Source: an optimization exercise on an open RTL-to-GDS flow (aim: small area and a short achievable clock period). Production flows keep margins and buffers that such runs may drop. In this exercise RTL edits were held to simulation tests only and were not proved equivalent to the original. The clock input has no modelled driver; a real chip could not lean on it and would need a root buffer or a full tree. No activity file was given, so power comes from the tool's default toggle rates.

garnet:
==> flow/design.v (excerpt) <==
module rerok_rx (
    input  wire        clk,
    input  wire        rst,           
    input  wire        from_board,    
    input  wire        sym_valid,
    input  wire [9:0]  sym,
    output reg         word_valid,
    output wire [5:0]  word_index,
    output wire [31:0] word_data,
    output reg         frame_done,
    output reg  [2:0]  frame_reason,
    output wire [7:0]  frame_type,
    output wire [15:0] frame_seq,
    output wire [7:0]  frame_len
);
    localparam [2:0] R_OK    = 3'd0;
    localparam [2:0] R_CODE  = 3'd1;
    localparam [2:0] R_TYPE  = 3'd2;
    localparam [2:0] R_LEN   = 3'd3;
    localparam [2:0] R_CRC   = 3'd4;
    localparam [2:0] R_FIELD = 3'd5;
    localparam [2:0] S_HUNT  = 3'b000;    
    localparam [2:0] S_COMMA = 3'b001;    
    localparam [2:0] S_HDR   = 3'b100;    
    localparam [2:0] S_PAY   = 3'b101;
    localparam [2:0] S_CRC   = 3'b110;
    localparam [31:0] CRC_RESIDUE = 32'hDEBB20E3;
    function [31:0] crc_byte;
        input [31:0] crc;
        input [7:0]  d;
        integer      k;
        reg   [31:0] c;
        begin
            c = crc;
            for (k = 0; k < 8; k = k + 1) begin
                if (c[0] ^ d[k])
                    c = (c >> 1) ^ 32'hEDB88320;
                else
                    c = c >> 1;
            end
  ...
Size: about 89 I/O pins.
==> flow/config.mk <==
export PLATFORM = sky130hd
export DESIGN_NAME = rerok_rx
export DESIGN_NICKNAME = rerok_rx
export VERILOG_FILES = /design/flow/design.v
export SDC_FILE = /design/flow/constraint.sdc
export NUM_CORES = 4
export LEC_CHECK = 0
export CAP_MARGIN = 20
export CORE_AREA = 2.3 2.72 113.62 111.52
export DIE_AREA = 0 0 116.045 116.045
export PLACE_DENSITY = 0.8
export SLEW_MARGIN = 20
==> flow/constraint.sdc <==
create_clock -name core_clock -period 10.0 [get_ports {clk}]
set_input_delay 2.0000 -clock core_clock [delete_from_list [all_inputs] [get_ports {clk}]]
set_output_delay 2.0000 -clock core_clock [all_outputs]
set_load 0.01 [all_outputs]
standard.sh (not shown) runs the stock make flow with config.mk's settings and CLKGATE_MAP_FILE= SYNTH_SCRIPT=/design/flow/synth_recipe.tcl, a recipe that flattens the netlist after the stock synthesis.
==> flow/flow/run.sh <==
#!/bin/bash
# Standard layout with these changes:
# - synthesis: the standard flow's synthesis script, with an area-oriented ABC mapping script
#   (flow/abc_area.script) in place of ORFS's abc_speed.script; everything else
#   (registers, -nofsm -noshare, flattening, renaming) is the standard flow's own;
# - plain buf_2 cells as the port buffers;
# - between placement and routing, flow/post_place.tcl (output isolation, a
#   shallow clock distribution and setup repair) in place of TritonCTS.
# Each tool's output goes to a log of its own here (synth.log, place.log,
# post_place.log, finish.log) besides ORFS's own logs under orfs/logs.
set -euo pipefail
RES=$PWD/orfs/results/sky130hd/rerok_rx/base
# ORFS's scripts folder, with the ABC script replaced, for the synthesis step only
rm -rf scripts
cp -r "$FLOW_HOME/scripts" scripts
cp flow/abc_area.script scripts/abc_speed.script
bash standard.sh SCRIPTS_DIR=$PWD/scripts synth > synth.log 2>&1
export BUFFER_PORTS_ARGS="-buffer_cell sky130_fd_sc_hd__buf_2"
bash standard.sh place > place.log 2>&1
RES=$RES RT_MARGIN=7.38 ISO_MIN=2 NROOT=4 NLEAF=4 LEAF=inv_16 ROOT=inv_8 \
  openroad -no_init -exit flow/post_place.tcl > post_place.log 2>&1
bash standard.sh finish > finish.log 2>&1
==> flow/flow/post_place.tcl <==
# Runs between placement and routing, in place of TritonCTS.
#
# 1. Output isolation: where the register behind an output port's buffer also
#    drives ISO_MIN or more other pins, those pins get a buf_1 of their own, so
#    that the register drives little more than the port buffer.
# 3. Setup repair (resizing and buffering) aimed at a period of 10 ns less
#    RT_MARGIN, where RT_MARGIN is above 0.
set plat $::env(FLOW_HOME)/platforms/sky130hd
set res $::env(RES)
read_lef $plat/lef/sky130_fd_sc_hd.tlef
read_lef $plat/lef/sky130_fd_sc_hd_merged.lef
read_liberty $plat/lib/sky130_fd_sc_hd__tt_025C_1v80.lib
read_db $res/3_place.odb
read_sdc $res/3_place.sdc
source $plat/setRC.tcl

set block [ord::get_db_block]

# --- output isolation
set iso_min $::env(ISO_MIN)
set n 0
foreach bt [$block getBTerms] {
  if {[$bt getIoType] ne "OUTPUT"} { continue }
  set buf ""
  foreach it [[$bt getNet] getITerms] {
    if {[$it isOutputSignal]} { set buf [$it getInst] }
  }
  if {$buf eq ""} { continue }
  set inet [[$buf findITerm A] getNet]
  set others {}
  foreach it [$inet getITerms] {
    if {[$it isInputSignal] && [$it getInst] ne $buf} {
      lappend others [sta::find_pin "[[$it getInst] getName]/[[$it getMTerm] getName]"]
    }
  }
  if {[llength $others] >= $iso_min} {
    insert_buffer -buffer_cell sky130_fd_sc_hd__buf_1 -net [sta::find_net [$inet getName]] -load_pins $others
    incr n
  }
}
puts "output isolation buffers: $n"

# --- clock distribution
set clknet [$block findNet clk]
$clknet setSigType CLOCK
set nroot $::env(NROOT)
set nleaf $::env(NLEAF)
set leafm [[ord::get_db] findMaster sky130_fd_sc_hd__$::env(LEAF)]
set rootm [[ord::get_db] findMaster sky130_fd_sc_hd__$::env(ROOT)]

proc bisect {pts n axis} {
  if {$n <= 1} { return [list $pts] }
  set pts [lsort -integer -index $axis $pts]
  set h [expr {[llength $pts] / 2}]
  return [concat [bisect [lrange $pts 0 [expr {$h - 1}]] [expr {$n / 2}] [expr {1 - $axis}]] \
                 [bisect [lrange $pts $h end] [expr {$n / 2}] [expr {1 - $axis}]]]
}

proc outterm {inst} {
  set t [$inst findITerm X]
  if {$t eq "NULL"} { set t [$inst findITerm Y] }
  return $t
}

proc drive {name master grp innet} {
  set block [ord::get_db_block]
  set inst [odb::dbInst_create $block $master $name]
  set net [odb::dbNet_create $block ${name}_net]
  $net setSigType CLOCK
  set sx 0
  set sy 0
  foreach e $grp {
    lassign $e x y term
    $term disconnect
    $term connect $net
    incr sx $x
    incr sy $y
  }
  [$inst findITerm A] connect $innet
  [outterm $inst] connect $net
  set cx [expr {$sx / [llength $grp]}]
  set cy [expr {$sy / [llength $grp]}]
  $inst setLocation $cx $cy
  $inst setPlacementStatus PLACED
  return [list $cx $cy [$inst findITerm A]]
}

set pts {}
foreach it [$clknet getITerms] {
  set bb [[$it getInst] getBBox]
  lappend pts [list [expr {([$bb xMin] + [$bb xMax]) / 2}] [expr {([$bb yMin] + [$bb yMax]) / 2}] $it]
}
puts "clock sinks: [llength $pts]"
set leaves {}
set g 0
foreach grp [bisect $pts $nleaf 0] {
  lappend leaves [drive clkleaf_$g $leafm $grp $clknet]
  incr g
}
if {$nroot > 0} {
  set g 0
  foreach grp [bisect $leaves $nroot 0] {
    drive clkroot_$g $rootm $grp $clknet
    incr g
  }
}

detailed_placement
set_propagated_clock [all_clocks]
estimate_parasitics -placement

# 3. Setup repair aimed at a period of 10 ns less RT_MARGIN.
if {$::env(RT_MARGIN) > 0} {
  repair_timing -setup -setup_margin $::env(RT_MARGIN)
  detailed_placement
  estimate_parasitics -placement
}
check_placement -verbose
report_clock_latency
set w 0
foreach pin [all_registers -clock_pins] {
  foreach e {rise fall} { set w [expr {max($w, [get_property $pin slew_max_$e])}] }
}
puts "estimated worst clock pin slew: $w"
report_checks -path_delay max -format end -group_path_count 10
report_checks -path_delay max -fields {fanout cap slew}
write_db $res/4_1_cts.odb
write_sdc -no_timestamp $res/4_cts.sdc
Other scripts of this flow, unchanged in this note and not shown: flow/flow/abc_area.script
## Diff of input files: quartz against garnet
diff --git a/flow/flow/run.sh b/flow/flow/run.sh
--- a/flow/flow/run.sh
+++ b/flow/flow/run.sh
@@ -7,5 +7,3 @@
 # - between placement and routing, flow/post_place.tcl (output isolation, a
-#   shallow clock distribution and setup repair) in place of TritonCTS.
-# Each tool's output goes to a log of its own here (synth.log, place.log,
-# post_place.log, finish.log) besides ORFS's own logs under orfs/logs.
+#   shallow clock distribution) in place of TritonCTS.
 set -euo pipefail
@@ -19,4 +17,4 @@
 bash standard.sh place > place.log 2>&1
-RES=$RES RT_MARGIN=7.38 ISO_MIN=2 NROOT=4 NLEAF=4 LEAF=inv_16 ROOT=inv_8 \
+RES=$RES RT_MARGIN=7.5 ISO_MIN=2 NROOT=4 NLEAF=4 LEAF=inv_16 ROOT=inv_8 \
   openroad -no_init -exit flow/post_place.tcl > post_place.log 2>&1
-bash standard.sh finish > finish.log 2>&1
+SETUP_SLACK_MARGIN=7.35 bash standard.sh finish > finish.log 2>&1
==> run summary <==
Compared with garnet, overall power in quartz increased slightly.
Going from garnet to quartz, via count normalized by instance count closely matched the old numbers; delay of the slowest cell on the worst path has decreased.
diff inputs: quartz => lagoon
Settings: DIE_AREA: 0 0 116.045 116.045 -> 0 0 108.1 108.1; CORE_AREA: 2.3 2.72 113.62 111.52 -> 2.3 2.72 105.8 106.08.
diff --git a/flow/flow/run.sh b/flow/flow/run.sh
--- a/flow/flow/run.sh
+++ b/flow/flow/run.sh
@@ -5,5 +5,8 @@
 #   (registers, -nofsm -noshare, flattening, renaming) is the standard flow's own;
-# - plain buf_2 cells as the port buffers;
+# - plain buf_2 cells as the output port buffers, buf_1 as the input ones
+#   (flow/pre_gpl.tcl);
 # - between placement and routing, flow/post_place.tcl (output isolation, a
-#   shallow clock distribution) in place of TritonCTS.
+#   shallow clock distribution and setup repair) in place of TritonCTS.
+# Each tool's output goes to a log of its own here (synth.log, place.log,
+# post_place.log, finish.log) besides ORFS's own logs under orfs/logs.
 set -euo pipefail
@@ -15,6 +18,7 @@
 bash standard.sh SCRIPTS_DIR=$PWD/scripts synth > synth.log 2>&1
-export BUFFER_PORTS_ARGS="-buffer_cell sky130_fd_sc_hd__buf_2"
+export BUFFER_PORTS_ARGS="-outputs -buffer_cell sky130_fd_sc_hd__buf_2"
+export PRE_GLOBAL_PLACE_TCL=$PWD/flow/pre_gpl.tcl
 bash standard.sh place > place.log 2>&1
-RES=$RES RT_MARGIN=7.5 ISO_MIN=2 NROOT=4 NLEAF=4 LEAF=inv_16 ROOT=inv_8 \
+RES=$RES RT_MARGIN=7.38 ISO_MIN=2 NROOT=4 NLEAF=4 LEAF=inv_16 ROOT=inv_8 \
   openroad -no_init -exit flow/post_place.tcl > post_place.log 2>&1
-SETUP_SLACK_MARGIN=7.35 bash standard.sh finish > finish.log 2>&1
+bash standard.sh finish > finish.log 2>&1
==> flow/flow/pre_gpl.tcl (new file) <==
# Sourced by ORFS's global placement step before it buffers the ports: the
# input ports get buf_1 cells here (they drive one or a few flip-flop inputs);
# ORFS then buffers the outputs with the cell BUFFER_PORTS_ARGS names.
buffer_ports -inputs -buffer_cell sky130_fd_sc_hd__buf_1
Findings:
lagoon improves on quartz in post-DP HPWL. Minimum period implied by the final worst setup slack ends up higher on lagoon. lagoon vs. quartz: share of the clock period used by the worst path after layout went up by 0.57 points. Comparing lagoon and quartz, cell count along the critical path is lower on lagoon. Taking quartz as the reference, in lagoon power has decreased; worst setup slack for register-to-register paths has decreased; worst setup slack has decreased.
Changes in tundra relative to lagoon:
Settings: DIE_AREA changed from 0 0 108.1 108.1 to 0 0 116.045 116.045; CORE_AREA changed from 2.3 2.72 105.8 106.08 to 2.3 2.72 113.62 111.52.
diff --git a/flow/flow/run.sh b/flow/flow/run.sh
--- a/flow/flow/run.sh
+++ b/flow/flow/run.sh
@@ -5,4 +5,3 @@
 #   (registers, -nofsm -noshare, flattening, renaming) is the standard flow's own;
-# - plain buf_2 cells as the output port buffers, buf_1 as the input ones
-#   (flow/pre_gpl.tcl);
+# - plain buf_2 cells as the port buffers;
 # - between placement and routing, flow/post_place.tcl (output isolation, a
@@ -18,6 +17,5 @@
 bash standard.sh SCRIPTS_DIR=$PWD/scripts synth > synth.log 2>&1
-export BUFFER_PORTS_ARGS="-outputs -buffer_cell sky130_fd_sc_hd__buf_2"
-export PRE_GLOBAL_PLACE_TCL=$PWD/flow/pre_gpl.tcl
+export BUFFER_PORTS_ARGS="-buffer_cell sky130_fd_sc_hd__buf_2"
 bash standard.sh place > place.log 2>&1
-RES=$RES RT_MARGIN=7.38 ISO_MIN=2 NROOT=4 NLEAF=4 LEAF=inv_16 ROOT=inv_8 \
+RES=$RES RT_MARGIN=7.38 ISO_MIN=3 NROOT=4 NLEAF=4 LEAF=inv_16 ROOT=inv_8 \
   openroad -no_init -exit flow/post_place.tcl > post_place.log 2>&1
removed: flow/flow/pre_gpl.tcl
--- outcome ---
tundra vs. lagoon: number of core rows higher; routed wire length on met2 grew by 2.6%.
tundra — placed cell area about 1.6% higher, lagoon as reference
Net switching power of lagoon is on par with tundra.
Fraction of area in registers in tundra is 0.68 points below lagoon.
tundra vs lagoon — die height rose 7.3%.
Setup WNS lagoon -> tundra: better
The tightest hold margin of tundra was superior to that of lagoon.
No run of this note takes its clock network from TritonCTS; it comes from the design's own scripts or RTL.

## re-timing with driven ports
No port has a modelled driver above. Below, the same layouts with a new extraction and two added sets of constraints. Step 1, drivers: a clkbuf_16 drives clk and a buf_2 each remaining input, both assumed. Step 2 also shifts input and output timing later by t, the mid clock arrival at the registers, as if the neighbouring blocks saw the same clock. Slacks: no drivers / after step 1 / after step 2; pairs: no drivers / after step 1.
| run | t (ns) | setup WS [ns] | worst setup path at the end | clock arrival spread, ns | slew at the worst register clock pin (ns) |
|---|---|---|---|---|---|
| garnet | 0.254 | 7.246 / 7.116 / 7.313 | register to register | 0.013 / 0.014 | 0.11 / 0.11 |
| quartz | 0.251 | 7.196 / 7.115 / 7.196 | register to register | 0.011 / 0.012 | 0.11 / 0.11 |
| lagoon | 0.252 | 7.140 / 7.129 / 7.140 | register to register | 0.020 / 0.020 | 0.11 / 0.11 |
| tundra | 0.252 | 7.149 / 7.134 / 7.149 | register to register | 0.011 / 0.011 | 0.11 / 0.11 |
After both steps every run listed still meets setup and hold.
